This design comes from an exercise in tuning for small area on the open sky130 flow, not from production work. Function was checked by simulation only, so behaviour that the tests miss may differ from the original. Power is estimated from default activity; no workload was simulated.

===== design/flow/config.mk =====
export PLATFORM = sky130hd
export DESIGN_NAME = qe_unit
export DESIGN_NICKNAME = qe_unit
export VERILOG_FILES = /design/flow/design.v
export SDC_FILE = /design/flow/constraint.sdc
export NUM_CORES = 4
export LEC_CHECK = 0
export CAP_MARGIN = 40
export CORE_MARGIN = 2
export CORE_UTILIZATION = 40
export SLEW_MARGIN = 30

===== design/flow/constraint.sdc =====
create_clock -name core_clock -period 10.0 [get_ports {clk}]
set_input_delay 2.0000 -clock core_clock [delete_from_list [all_inputs] [get_ports {clk}]]
set_output_delay 2.0000 -clock core_clock [all_outputs]
set_load 0.01 [all_outputs]

===== design/flow/run.sh =====
#!/bin/bash
# synth_recipe.tcl (not shown) runs the flow's synth.tcl, then flattens the netlist and writes it again
# the make line also repeats each setting of config.mk as NAME=value (left out here)
make -C /OpenROAD-flow-scripts/flow DESIGN_CONFIG=/design/flow/config.mk WORK_HOME=/design/flow/orfs CLKGATE_MAP_FILE= SYNTH_SCRIPT=/design/flow/synth_recipe.tcl finish

===== design/flow/design.v =====
module qe_filter (
    input  wire       clk,
    input  wire       rst,
    input  wire [3:0] flt,
    input  wire       din,
    output wire       q_next,    
    output reg        q          
);
    reg [3:0] cnt;
    assign q_next = (din != q && cnt >= flt) ? din : q;
    always @(posedge clk) begin
        if (rst) begin
            q   <= 1'b0;
            cnt <= 4'd0;
        end else begin
            q <= q_next;
            if (din == q || cnt >= flt)
                cnt <= 4'd0;
            else
                cnt <= cnt + 4'd1;
        end
    end
endmodule
module qe_window (
    input  wire              clk,
    input  wire              rst,
    input  wire signed [31:0] pos,
    input  wire              referenced,
    input  wire              still,
    input  wire              fresh,       
    input  wire signed [31:0] start,
    input  wire [23:0]       width,
    input  wire [6:0]        hys,
    input  wire              still_req,
    output reg               win
);
    wire signed [33:0] p     = {{2{pos[31]}}, pos};
    wire signed [33:0] lo    = {{2{start[31]}}, start};
    wire signed [33:0] hi    = lo + $signed({10'd0, width});
    wire signed [33:0] lo_h  = lo - $signed({27'd0, hys});
    wire signed [33:0] hi_h  = hi + $signed({27'd0, hys});
    wire in_core = (p >= lo) && (p <= hi);
    wire in_hys  = (p >= lo_h) && (p <= hi_h);
    always @(posedge clk) begin
        if (rst)
            win <= 1'b0;
        else
            win <= referenced && (still || !still_req) &&
                   (in_core || (win && !fresh && in_hys));
    end
endmodule
module qe_unit (
    input  wire        clk,
    input  wire        rst_n,         
    input  wire        qa,
    input  wire        qb,
    input  wire        qz,
    input  wire        tick_ms,
    input  wire        confirm,
    input  wire [4:0]  confirm_pair,
    input  wire        wr_en,
    input  wire [4:0]  wr_addr,
    input  wire [31:0] wr_data,
    input  wire [4:0]  rd_addr,
    output reg  [31:0] rd_data,
    output wire [7:0]  win_h,
    output reg         ev_uncertain,
    output reg         ev_referenced,
    output reg         ev_refused
);
    localparam [2:0] C_NONE = 3'd0, C_NOREF = 3'd1, C_ILLEGAL = 3'd2,
                     C_OVERSPEED = 3'd3, C_MISMATCH = 3'd4, C_RANGE = 3'd5,
                     C_DISABLED = 3'd6;
    localparam [6:0] OVERSPEED_SAMPLES = 7'd80;       
    localparam [13:0] ARM_MS = 14'd10000;             
    localparam signed [31:0] POS_MAX = 32'sh7FFF_FFFF;
    localparam signed [31:0] POS_MIN = -32'sh7FFF_FFFF;
    wire rst = !rst_n;
    reg               cfg_dir;
    reg  [1:0]        cfg_ref_mode;
    reg               cfg_zgate;
    reg  [3:0]        cfg_flt;
    reg  [4:0]        cfg_ref_pair;
    reg  [7:0]        cfg_still_t;
    reg               cfg_en;
    reg  signed [31:0] ref_pos;
    reg  [7:0]        still_band;
    reg  [7:0]        ztol;
    reg  signed [31:0] win_start [0:7];
    reg  [23:0]       win_width [0:7];
    reg  [6:0]        win_hys   [0:7];
    reg               win_sreq  [0:7];
    reg  signed [31:0] pos;
    reg  signed [31:0] zpos;
    reg  signed [31:0] anchor;
    reg               referenced;
    reg               illegal_flag;
    reg               still;
    reg  [7:0]        still_cnt;
    reg               ref_armed;
    reg  [13:0]       arm_cnt;
    reg  [2:0]        cause;
    reg  [7:0]        last_refusal;
    reg               wr_ign;
    reg  [15:0]       illegal_cnt;
    reg  [15:0]       refs;
    reg  [6:0]        age_a, age_b;
    reg               fresh;
    wire fa, fb, fz, fa_n, fb_n, fz_n;
    qe_filter u_flt_a (.clk(clk), .rst(rst), .flt(cfg_flt), .din(qa), .q_next(fa_n), .q(fa));
    qe_filter u_flt_b (.clk(clk), .rst(rst), .flt(cfg_flt), .din(qb), .q_next(fb_n), .q(fb));
    qe_filter u_flt_z (.clk(clk), .rst(rst), .flt(cfg_flt), .din(qz), .q_next(fz_n), .q(fz));
    /*verilator lint_off UNUSEDSIGNAL*/
    wire [4:0] wr_off = wr_addr - 5'h08;
    /*verilator lint_on UNUSEDSIGNAL*/
    wire [2:0] wr_idx = wr_off[3:1];                 
    wire wr_win    = wr_en && wr_addr >= 5'h08 && wr_addr <= 5'h17;
    wire wr_cfg    = wr_en && wr_addr == 5'h00;
    wire wr_guard  = wr_en && (wr_addr == 5'h01 || wr_addr == 5'h02) || wr_win;
    wire en_next   = wr_cfg ? wr_data[31] : cfg_en;
    wire enabling  = !cfg_en && en_next;
    wire disabling = cfg_en && !en_next;
    integer i;
    always @(posedge clk) begin
        if (rst) begin
            cfg_dir      <= 1'b0;
            cfg_ref_mode <= 2'd0;
            cfg_zgate    <= 1'b0;
            cfg_flt      <= 4'd0;
            cfg_ref_pair <= 5'd0;
            cfg_still_t  <= 8'd0;
            cfg_en       <= 1'b0;
            ref_pos      <= 32'sd0;
            still_band   <= 8'd0;
            ztol         <= 8'd0;
            wr_ign       <= 1'b0;
            for (i = 0; i < 8; i = i + 1) begin
                win_start[i] <= 32'sd0;
                win_width[i] <= 24'd0;
                win_hys[i]   <= 7'd0;
                win_sreq[i]  <= 1'b0;
            end
        end else begin
            cfg_en <= en_next;
            if (!cfg_en) begin
                if (wr_cfg) begin
                    cfg_dir      <= wr_data[0];
                    cfg_ref_mode <= wr_data[2:1];
                    cfg_zgate    <= wr_data[3];
                    cfg_flt      <= wr_data[7:4];
                    cfg_ref_pair <= wr_data[12:8];
                    cfg_still_t  <= wr_data[23:16];
                end
                if (wr_en && wr_addr == 5'h01)
                    ref_pos <= wr_data;
                if (wr_en && wr_addr == 5'h02) begin
                    still_band <= wr_data[7:0];
                    ztol       <= wr_data[15:8];
                end
                for (i = 0; i < 8; i = i + 1) begin
                    if (wr_win && wr_idx == i[2:0] && !wr_addr[0])
                        win_start[i] <= wr_data;
                    if (wr_win && wr_idx == i[2:0] && wr_addr[0]) begin
                        win_width[i] <= wr_data[23:0];
                        win_hys[i]   <= wr_data[30:24];
                        win_sreq[i]  <= wr_data[31];
                    end
                end
            end else begin
                if (wr_guard)
                    wr_ign <= 1'b1;
                if (disabling)
                    wr_ign <= 1'b0;
            end
        end
    end
    wire d_a     = fa_n ^ fa;
    wire d_b     = fb_n ^ fb;
    wire illegal = d_a && d_b;
    wire stepped = d_a ^ d_b;
    wire up_raw  = d_a ? (fa_n ^ fb) : !(fb_n ^ fa);
    wire up      = up_raw ^ cfg_dir;
    wire range_err = stepped && (up ? (pos >= POS_MAX) : (pos <= POS_MIN));
    wire do_step   = stepped && !range_err;
    wire overspeed = stepped && ((d_a && age_a < OVERSPEED_SAMPLES) ||
                                 (d_b && age_b < OVERSPEED_SAMPLES));
    reg  signed [31:0] s_pos, s_zpos, s_anchor;
    reg               s_ref, s_ill, s_still, s_armed, s_fresh;
    reg  [2:0]        s_cause;
    reg               s_unc_ev, s_ref_ev, s_refuse_ev;
    reg  [7:0]        s_refusal;
    reg  [15:0]       s_refs;
    reg               anchor_reset;
    wire index_ev = fz_n && !fz && (!cfg_zgate || (fa_n && fb_n));
    wire confirm_ev = confirm && confirm_pair == cfg_ref_pair;
    function [32:0] absdiff;
        input signed [31:0] a;
        input signed [31:0] b;
        reg   signed [32:0] d;
        begin
            d = {a[31], a} - {b[31], b};
            absdiff = d[32] ? -d : d;
        end
    endfunction
    always @* begin
        s_pos       = pos;
        s_zpos      = zpos;
        s_anchor    = anchor;
        s_ref       = referenced;
        s_ill       = illegal_flag;
        s_still     = still;
        s_armed     = ref_armed;
        s_cause     = cause;
        s_unc_ev    = 1'b0;
        s_ref_ev    = 1'b0;
        s_refuse_ev = 1'b0;
        s_refusal   = last_refusal;
        s_refs      = refs;
        s_fresh     = 1'b0;
        anchor_reset = 1'b0;
        if (cfg_en) begin
            if (illegal) begin
                s_ill    = 1'b1;
                s_ref    = 1'b0;
                s_cause  = C_ILLEGAL;
                s_unc_ev = 1'b1;
            end else if (stepped) begin
                if (do_step)
                    s_pos = up ? pos + 32'sd1 : pos - 32'sd1;
                if (range_err) begin
                    s_ref    = 1'b0;
                    s_cause  = C_RANGE;
                    s_unc_ev = 1'b1;
                end else if (overspeed) begin
                    s_ref    = 1'b0;
                    s_cause  = C_OVERSPEED;
                    s_unc_ev = 1'b1;
                end
                if (do_step && absdiff(s_pos, anchor) > {25'd0, still_band}) begin
                    anchor_reset = 1'b1;
                    s_anchor     = s_pos;
                    s_still      = 1'b0;
                end
            end
            if (index_ev && !illegal &&
                (cfg_ref_mode == 2'd1 || cfg_ref_mode == 2'd3)) begin
                if ((cfg_ref_mode == 2'd1 && !s_ref) ||
                    (cfg_ref_mode == 2'd3 && s_armed)) begin
                    s_pos    = ref_pos;
                    s_anchor = ref_pos;
                    s_ref    = 1'b1;
                    s_ill    = 1'b0;
                    s_cause  = C_NONE;
                    s_armed  = 1'b0;
                    s_ref_ev = 1'b1;
                    s_fresh  = 1'b1;
                    if (s_refs != 16'hFFFF)
                        s_refs = s_refs + 16'd1;
                end else if (s_ref) begin
                    s_zpos = s_pos;
                    if (absdiff(s_pos, ref_pos) <= {25'd0, ztol}) begin
                        s_pos    = ref_pos;
                        s_anchor = ref_pos;
                    end else begin
                        s_ref    = 1'b0;
                        s_cause  = C_MISMATCH;
                        s_unc_ev = 1'b1;
                    end
                end
            end
            if (confirm_ev) begin
                if (cfg_ref_mode == 2'd2) begin
                    if (s_still) begin
                        s_pos    = ref_pos;
                        s_anchor = ref_pos;
                        s_ref    = 1'b1;
                        s_ill    = 1'b0;
                        s_cause  = C_NONE;
                        s_ref_ev = 1'b1;
                        s_fresh  = 1'b1;
                        if (s_refs != 16'hFFFF)
                            s_refs = s_refs + 16'd1;
                    end else begin
                        s_refusal   = 8'h64;
                        s_refuse_ev = 1'b1;
                    end
                end else if (cfg_ref_mode == 2'd3) begin
                    s_armed = 1'b1;
                end
            end
        end else begin
            if (confirm_ev && cfg_ref_mode[1]) begin
                s_refusal   = 8'h65;
                s_refuse_ev = 1'b1;
            end
        end
    end
    always @(posedge clk) begin
        if (rst) begin
            pos           <= 32'sd0;
            zpos          <= 32'sd0;
            anchor        <= 32'sd0;
            referenced    <= 1'b0;
            illegal_flag  <= 1'b0;
            still         <= 1'b0;
            still_cnt     <= 8'd0;
            ref_armed     <= 1'b0;
            arm_cnt       <= 14'd0;
            cause         <= C_DISABLED;
            last_refusal  <= 8'h00;
            illegal_cnt   <= 16'd0;
            refs          <= 16'd0;
            age_a         <= OVERSPEED_SAMPLES;
            age_b         <= OVERSPEED_SAMPLES;
            fresh         <= 1'b0;
            ev_uncertain  <= 1'b0;
            ev_referenced <= 1'b0;
            ev_refused    <= 1'b0;
        end else begin
            age_a <= d_a ? 7'd1 : (age_a < OVERSPEED_SAMPLES ? age_a + 7'd1 : age_a);
            age_b <= d_b ? 7'd1 : (age_b < OVERSPEED_SAMPLES ? age_b + 7'd1 : age_b);
            last_refusal  <= s_refusal;
            ev_refused    <= s_refuse_ev;
            if (enabling) begin
                pos           <= 32'sd0;
                anchor        <= 32'sd0;
                referenced    <= 1'b0;
                still         <= 1'b0;
                still_cnt     <= 8'd0;
                ref_armed     <= 1'b0;
                arm_cnt       <= 14'd0;
                cause         <= C_NOREF;
                fresh         <= 1'b0;
                ev_uncertain  <= 1'b1;
                ev_referenced <= 1'b0;
            end else if (cfg_en) begin
                pos           <= s_pos;
                zpos          <= s_zpos;
                anchor        <= s_anchor;
                illegal_flag  <= s_ill;
                refs          <= s_refs;
                ev_referenced <= s_ref_ev;
                if (illegal && illegal_cnt != 16'hFFFF)
                    illegal_cnt <= illegal_cnt + 16'd1;
                if (disabling) begin
                    referenced   <= 1'b0;
                    still        <= 1'b0;
                    still_cnt    <= 8'd0;
                    ref_armed    <= 1'b0;
                    arm_cnt      <= 14'd0;
                    cause        <= C_DISABLED;
                    fresh        <= 1'b0;
                    ev_uncertain <= 1'b1;
                end else begin
                    referenced   <= s_ref;
                    cause        <= s_cause;
                    fresh        <= s_fresh;
                    ev_uncertain <= s_unc_ev;
                    if (anchor_reset) begin
                        still_cnt <= 8'd0;
                        still     <= 1'b0;
                    end else begin
                        if (tick_ms && still_cnt != 8'hFF)
                            still_cnt <= still_cnt + 8'd1;
                        still <= ((tick_ms && still_cnt != 8'hFF) ? still_cnt + 8'd1 : still_cnt)
                                 >= cfg_still_t;
                    end
                    if (confirm_ev && cfg_ref_mode == 2'd3) begin
                        ref_armed <= 1'b1;
                        arm_cnt   <= 14'd0;
                    end else if (s_armed && tick_ms) begin
                        if (arm_cnt == ARM_MS - 14'd1) begin
                            ref_armed <= 1'b0;
                            arm_cnt   <= 14'd0;
                        end else begin
                            arm_cnt <= arm_cnt + 14'd1;
                        end
                    end else begin
                        ref_armed <= s_armed;
                        if (!s_armed)
                            arm_cnt <= 14'd0;
                    end
                end
            end else begin
                fresh         <= 1'b0;
                ev_uncertain  <= 1'b0;
                ev_referenced <= 1'b0;
            end
        end
    end
    genvar w;
    generate
        for (w = 0; w < 8; w = w + 1) begin : g_win
            qe_window u_win (
                .clk(clk), .rst(rst),
                .pos(pos), .referenced(referenced), .still(still), .fresh(fresh),
                .start(win_start[w]), .width(win_width[w]), .hys(win_hys[w]),
                .still_req(win_sreq[w]),
                .win(win_h[w])
            );
        end
    endgenerate
    wire [4:0] rd_off = rd_addr - 5'h08;
    wire [2:0] rd_idx = rd_off[3:1];
    reg [31:0] rd_mux;
    always @* begin
        rd_mux = 32'd0;
        case (rd_addr)
            5'h00: rd_mux = {cfg_en, 7'd0, cfg_still_t, 3'd0, cfg_ref_pair,
                             cfg_flt, cfg_zgate, cfg_ref_mode, cfg_dir};
            5'h01: rd_mux = ref_pos;
            5'h02: rd_mux = {16'd0, ztol, still_band};
            5'h03: rd_mux = {8'd0, last_refusal, 5'd0, cause, 2'd0, ref_armed, wr_ign,
                             still, illegal_flag, !referenced, referenced};
            5'h04: rd_mux = pos;
            5'h05: rd_mux = zpos;
            5'h06: rd_mux = {refs, illegal_cnt};
            5'h07: rd_mux = {13'd0, fa, fb, fz, win_h, 8'd0};
            default: begin
                if (rd_addr >= 5'h08 && rd_addr <= 5'h17) begin
                    if (rd_addr[0] == 1'b0)
                        rd_mux = win_start[rd_idx];
                    else
                        rd_mux = {win_sreq[rd_idx],
                                  win_hys[rd_idx],
                                  win_width[rd_idx]};
                end
            end
        endcase
    end
    always @(posedge clk) begin
        if (rst)
            rd_data <= 32'd0;
        else
            rd_data <= rd_mux;
    end
endmodule

==> results by group <==
Floorplan
  • Core Region: 227100 um^2
  • Die X: 481.4 um
  • IO Pins: 98
  • Die ar.: 231700 um^2
  • FP Rows: 175
  • Die Height: 481.4 um
  • Initial Util: 40.15%

Drt
  • Post-route ant nets: 0
  • Drt pass-1 iters: 9
  • Via count: 100600
  • Initial DRC Count: 13230
  • Residual DRC: 0
  • Via density: 6.324
  • Final WL: 475.3 mm
  • Routed length per placed instance: 29.89 um

Critical path
  • RR Endpoint: anchor[19]
  • Data required, critical path: 10.75 ns
  • Reg2Reg Depth: 46
  • WS Path Type: in -> reg
  • Reg2reg start: cfg_flt[2]
  • Worst Path Max Fanout: 5
  • Worst EP arrival: 10.45 ns
  • Critical path's slowest cell: or4_4
  • CP startpoint kind: primary input
  • R2R setup slack: 0.61 ns
  • CP Capture Type: register
  • Max incr delay on CP: 0.69 ns
  • Most used cell, CP: buf_4

Yosys
  • Mean post-synth cell area: 7.424 um^2
  • Synthesized Nets: 13830
  • Seq/Total Area, Yosys: 17.90%
  • Area contributors post-synth: ha_1, dfxtp_1, a21oi_1, nand2_1, xnor2_1
  • Post-Syn Area: 91160 um^2
  • Cell taking the most area after synthesis: ha_1
  • Distinct cells, synth: 101
  • Synth Warn #: 11
  • Synth top area share: 20.23%
  • Synthesized flop and latch total: 815
  • Asr flop ratio synth: 0%
  • Post-synth EDFFs: 0
  • Syn Inst Count: 12280
  • Dominant synthesized flop cell: dfxtp_1

Placement
  • IO Port Bufs: 97
  • GPL Wtd Cong: 1.081
  • Post-DP HPWL: 364.5 mm
  • Dpl ws: -1.423 ns

Global route
  • Initial antenna violation count: 63
  • Global-route wire length before repair: 666.8 mm
  • Vias in the first global route: 93760
  • GRT Util Overall: 39.47%
  • Largest net degree at the start of global routing: 207
  • Total gr overflow: 0

Worst hold path
  • Hold path cells: 2
  • HP Start: still_band[1]
  • Hold crit path type: reg -> reg
  • WHS Endpoint: still_band[1]

Clock network
  • H-Tree Depth: 3
  • Clock Latency Late Sink: 0.82 ns
  • Root Buffer Master: clkbuf_16
  • Inserted Clock Buffers: 97
  • CTS tree: done
  • Clock sinks: 815
  • Hold_buf cts: 0
  • Clock slew at reported path FFs: 0.07 ns
  • Longest Clk Path Bufs: 3

Timing
  • Slew Viols, Final: 0
  • Slew of the pin with the lowest slew margin: 1.039 ns
  • Fmax: 103.1 MHz
  • Relative slew slack: 30.76%
  • Sum Neg Setup Slack: 0 ns
  • Hold Slack: 0.4597 ns
  • Final Skew: 0.05301 ns
  • Fin. Hold Viols: 0
  • Post-route worst setup slack: 0.3006 ns
  • Fin crit period: 9.699 ns
  • Final setup viols: 0
  • Final period util: 96.99%

Layout
  • Layout cells sized above 1: 10.55%
  • Final Core Density: 46.31%
  • Final #Nets: 14340
  • Area Growth Syn to Fin: 15.36%

Power
  • Pwr dens: 142.7 nW/um^2
  • Leakage: 43.60 nW
  • Worst VDD drop: 0.1377 mV

Status
  • Status: finished clean

Run
  • Max-Cap Viols: 0
## worst max-delay path: cells and delay by family
| kind | cells | cell delay (ns) |
|---|---|---|
| compound gates | 19 | 3.20 |
| xor+xnor | 2 | 0.48 |
| fa+ha+maj | 3 | 0.83 |
| buf+inv | 7 | 1.07 |
| simple gates | 14 | 2.85 |
## area by class of cell
class	instances	area, um^2
tap	3009	3765
clock inverter	51	775.7
sequential	815	16430
multi-input combinational	10150	70570
antenna	31	77.57
clock buffer	127	2784
timing repair buffer	984	7993
inverter	735	2766
fill	22490	121900
## synth_stat cells, types with 143 or more instances
cell / n
nand2_1: 1756
ha_1: 1474
a21oi_1: 1342
dfxtp_1: 815
inv_1: 727
nor2_1: 654
xnor2_1: 604
o21ai_0: 535
clkbuf_1: 518
nand4_1: 331
a21o_1: 316
nor3_1: 301
xor2_1: 265
nand3_1: 252
nor2b_1: 230
nand2b_1: 222
o21a_1: 143
## cell families after synthesis
| logic type | share of synthesized area [%] |
|---|---|
| adder cells (fa/ha/maj) | 20.80 |
| buffers and inverters | 5.492 |
| AO/OA/AOI/OAI | 22.21 |
| AND/OR/NAND/NOR | 22.92 |
| XOR/XNOR | 8.349 |
| multiplexers | 2.325 |
| flip-flops | 17.90 |
## sequential cells by signal, summed over array words and instances (netlist names), 5 cells and up
name,cells
age_a,7
win_width,192
pos,32
win_start,256
still_band,8
arm_cnt,14
ref_pos,32
anchor,32
still_cnt,8
rd_data,32
ztol,8
refs,16
cfg_still_t,8
win_hys,56
win_sreq,8
cfg_ref_pair,5
g_win.u_win.win,8
age_b,7
illegal_cnt,16
zpos,32
## cell usage in the layout, fill, tap and decap left out, types with 42 or more instances in the layout
cell / synthesis / routed
a211oi_1: 65 / 63
a21oi_1: 1342 / 1325
nand3_1: 252 / 250
or3_1: 79 / 76
mux2i_1: 142 / 140
and4_1: 42 / 42
o21ai_0: 535 / 515
inv_1: 727 / 725
a21o_1: 316 / 315
o21bai_1: 55 / 55
nand4_1: 331 / 331
dfxtp_1: 815 / 782
and2_1: 54 / 51
buf_4: 12 / 840
nand2_1: 1756 / 1752
xnor2_1: 604 / 599
nor3_1: 301 / 290
clkdlybuf4s50_1: 0 / 87
nor4_1: 121 / 117
a31oi_1: 106 / 98
clkbuf_16: 0 / 102
nor2_1: 654 / 634
o21a_1: 143 / 142
and3_1: 97 / 94
ha_1: 1474 / 1472
a22oi_1: 89 / 88
nand2b_1: 222 / 222
o211ai_1: 57 / 57
xor2_1: 265 / 262
o31ai_1: 46 / 45
or2_2: 50 / 49
nor2b_1: 230 / 226
a221oi_1: 74 / 72
or4_1: 46 / 45
## per-stage QoR
stage	power (mW)	cells	area (um^2)
after global placement	10.64	15640	100400
after floorplan	7.430	12280	91330
after global routing	15.73	15880	105100
after CTS	14.72	15840	104300
after detailed placement	10.69	15650	100600
final	15.01	15900	105200
## per-layer routing
metal	vias to the layer above	track usage, %	part of all wire, %
li1	45120	-	-
met1	47990	49.68	39
met2	5892	58.94	41
met3	1542	8.364	10
met4	34	29.73	9.2
met5	-	0.2486	0.064
## power by group
group	leakage [nW]	total [mW]	internal [mW]	switching, mW
Combinational	35.3	7.56	3.46	4.10
Sequential	6.60	3.39	3.27	0.115
Clock	1.73	4.06	2.37	1.69
## worst max-delay path by stage
stage	start	end	slack, ns	cells after the start
after floorplan	qa	pos[21]	-0.02	46
after global placement	qa	pos[3]	-1.34	43
after detailed placement	qa	pos[3]	-1.42	38
after CTS	qa	pos[20]	0.15	39
after global routing	qa	anchor[7]	-0.07	44
final	qa	anchor[19]	0.30	45
## what timing repair did
action,CTS,global route
buffers inserted,6,20
gates resized for setup,26,90
endpoints found under the setup margin,100,100
gates cloned,0,2
pin swaps,7,36

-- re-timing with driven ports --
How much do the figures lean on ideal ports? The routed layout below was timed once more, with nothing changed but the port constraints.
Step 1 assumes that a clkbuf_16 drives the clock port and a buf_2 every other input.
Step 2 adds t to the input delays and takes it off the output delays; t is the mean of the earliest and latest rising clock arrival at the registers after step 1. Input paths then give back, and output paths get back, about the clock's delay inside the block.
a / b / c = ideal ports / drivers / drivers and shift; a / b = the first two.
t, ns: 0.888
slack for setup (ns): 0.301 / 0.364 / -0.524
worst slew at a driven data input, ns: 0.17
pins driven straight from the clock port: 1
With both steps, setup timing fails in this run, where it was met with ideal ports. The setup slack of this run moves by +0.063 ns with the drivers and by -0.825 ns with both steps.
